Background: an optimization exercise with open tools, aiming at small area, a short achievable clock period and few clock cycles. Do not read the settings as production practice.
Function was checked by simulation only, so behaviour that the tests miss may differ from the original.
Power figures rest on the tool's default switching activity, not on a simulated workload.

Setup of job 1339:
==> flow/design.v (excerpt) <==
module wacc8 (
    input  wire         clk,
    input  wire         rst,           
    input  wire         in_valid,
    output wire         in_ready,
    input  wire         in_first,      
    input  wire         in_last,       
    input  wire [2:0]   in_fmt_a,      
    input  wire [2:0]   in_fmt_b,
    input  wire [63:0]  in_a,          
    input  wire [63:0]  in_b,
    input  wire [7:0]   in_scale_a,    
    input  wire [7:0]   in_scale_b,
    input  wire [9:0]   in_anchor,     
    input  wire [127:0] in_init,       
    output wire         out_valid,
    output wire [127:0] out_word,
    output wire         out_ovf,       
    output wire         out_span       
);
For scale: about 650 flip-flops, ~430 I/O pins.
Settings: LEC_CHECK=0, ABC_AREA=1, CAP_MARGIN=20, CORE_MARGIN=2, CORE_UTILIZATION=55, CTS_CLUSTER_DIAMETER=150, CTS_CLUSTER_SIZE=20, SLEW_MARGIN=20; clock period 36.0 ns.
standard.sh (not shown) runs the stock make flow with config.mk's settings and CLKGATE_MAP_FILE= SYNTH_SCRIPT=/design/flow/synth_recipe.tcl, a recipe that flattens the netlist after the stock synthesis.
==> flow/flow/run.sh <==
#!/bin/bash
set -euo pipefail
work=$(pwd)
synth="$work/synth_recipe.tcl"
if grep -q 'yosys synth -nofsm -noshare ' "$work/synth_recipe.tcl"; then
    sed 's/yosys synth -nofsm -noshare /yosys synth -nofsm -noshare -noabc /' \
        "$work/synth_recipe.tcl" > "$work/flow_synth.tcl"
    synth="$work/flow_synth.tcl"
fi
export DONT_BUFFER_PORTS=1
export PRE_GLOBAL_PLACE_TCL="$work/flow/ports_pre.tcl"
export POST_GLOBAL_PLACE_TCL="$work/flow/ports_post.tcl"
bash standard.sh SYNTH_SCRIPT="$synth" REMOVE_ABC_BUFFERS=1 finish > standard.log 2>&1
==> flow/flow/ports_post.tcl <==
# Runs after global placement (POST_GLOBAL_PLACE_TCL): the port buffers may be
# resized again from here on.
unset_dont_touch $::my_port_buffers
==> flow/flow/ports_pre.tcl <==
# Runs before global placement (PRE_GLOBAL_PLACE_TCL). Every I/O port gets its
# own buffer, as in the standard flow: buf_1 cells on the inputs (each drives
# one register nearby) and buf_2 cells on the outputs (they drive the output
# load). They are marked dont_touch until global placement ends, so that the
# remove_buffers call of timing-driven placement keeps them.
set ::my_cells_before [get_cells *]
buffer_ports -inputs -buffer_cell sky130_fd_sc_hd__buf_1
buffer_ports -outputs -buffer_cell sky130_fd_sc_hd__buf_2
set ::my_port_buffers [get_cells {input* output*}]
puts "port buffers: [llength $::my_port_buffers] (cells [llength $::my_cells_before] -> [llength [get_cells *]])"
set_dont_touch $::my_port_buffers
Testbench counts of job 1339, summed over its fixed seeds: cycles 19,324.
[inputs] job 3349 vs job 1339
--- a/flow/design.v
+++ b/flow/design.v
@@ -166,46 +166,14 @@
         reg [BW-1:0] s, c;
         begin
             s = x ^ y ^ z;
             c = (x & y) | (x & z) | (y & z);
             csa = {c[BW-2:0], 1'b0, s};
         end
     endfunction
-    function [11:0] add12r;
-        input [11:0] x, y, z, k;
-        reg [11:0] s1, c1, s2, c2;
-        reg c;
-        integer j;
-        begin
-            s1 = x ^ y ^ z;
-            c1 = ((x & y) | (x & z) | (y & z)) << 1;
-            s2 = s1 ^ c1 ^ k;
-            c2 = ((s1 & c1) | (s1 & k) | (c1 & k)) << 1;
-            c = 1'b0;
-            for (j = 0; j < 12; j = j + 1) begin
-                add12r[j] = s2[j] ^ c2[j] ^ c;
-                c = (s2[j] & c2[j]) | (s2[j] & c) | (c2[j] & c);
-            end
-        end
-    endfunction
-    function [5:0] add6r;
-        input [5:0] x, y, z;
-        reg [5:0] s1, c1;
-        reg c;
-        integer j;
-        begin
-            s1 = x ^ y ^ z;
-            c1 = ((x & y) | (x & z) | (y & z)) << 1;
-            c = 1'b0;
-            for (j = 0; j < 6; j = j + 1) begin
-                add6r[j] = s1[j] ^ c1[j] ^ c;
-                c = (s1[j] & c1[j]) | (s1[j] & c) | (c1[j] & c);
-            end
-        end
-    endfunction
     reg         ready_q, expf_q;
     reg         v0, f0, l0;
     reg [2:0]   fa0, fb0;
     reg [63:0]  a0, b0;
     reg [7:0]   sa0, sb0;
     reg [9:0]   anc0;
     reg [114:0] init_q;                
@@ -228,20 +196,20 @@
         anc0 <= in_anchor;
         if (ready_q & expf_q)
             init_q <= {in_init[127:125], in_init[111:0]};
     end
     reg  [9:0]  anc_q;                 
     wire [9:0]  anc_cur  = f0 ? anc0 : anc_q;
     wire        scale_nan = (sa0 == 8'hFF) | (sb0 == 8'hFF);
-    wire [11:0] d = add12r({4'd0, sa0}, {4'd0, sb0}, ~{{2{anc_cur[9]}}, anc_cur}, 12'd3874);
+    wire [11:0] d = {4'd0, sa0} + {4'd0, sb0} - 12'd223 - {{2{anc_cur[9]}}, anc_cur};
     wire        in_win   = ~d[11] & (d[10:5] == 6'd0);
     wire        use_beat = v0 & ~scale_nan & in_win;
     wire [4:0]  fa1h = fmt1h(fa0);
     wire [4:0]  fb1h = fmt1h(fb0);
-    wire [5:0]  kbeat = add6r(fmt_off(fa1h), fmt_off(fb1h), {4'd0, d[1:0]});
+    wire [5:0]  kbeat = fmt_off(fa1h) + fmt_off(fb1h) + {4'd0, d[1:0]};
     reg [95:0] pv_n;                   
     reg [31:0] sh_n;                   
     reg        beat_nan, beat_pinf, beat_ninf;
     integer i, k;
     reg [12:0] da, db;
     reg        za, zb, sp, anyl;
     reg [7:0]  pm;
Findings:
Job 1339 -> job 3349: highest clock frequency the design can meet flat
Against job 1339 as the reference, job 3349 delivers a lower part of the power in the clock network.
Layout overhead on the synthesized area: job 3349 vs job 1339, no meaningful difference
The met2 capacity usage during global routing in job 3349 sits 1.1 points below the value recorded for job 1339.
Job 3349: cell count after placement higher than job 1339
Testbench counts of job 3349, summed over its fixed seeds: cycles 19,324.

==> port drivers added, routing unchanged <==
How much do the figures lean on ideal ports? The routed layouts below were timed once more, with nothing changed but the port constraints.
Step 1 sets driving cells, clkbuf_16 on the clock port and buf_2 on the other inputs (assumed; they add their load-dependent delay and slew).
Step 2 times the ports against the registers' clock, not the clock port: input delays grow and output delays shrink by t, the midpoint of the rising clock arrivals with the driver on.
Slacks: ideal ports / drivers / drivers and shift; pairs: ideal ports / drivers.
run | shift t [ns] | slack for setup (ns) | hold slack, ns | clock arrival spread, ns
job 1339 | 0.698 | 27.633 / 27.555 / 28.038 | 0.319 / 0.319 / 0.319 | 0.048 / 0.047
job 3349 | 0.688 | 27.653 / 27.581 / 28.049 | 0.323 / 0.323 / 0.323 | 0.029 / 0.028
After both steps setup and hold are still met in every run listed.
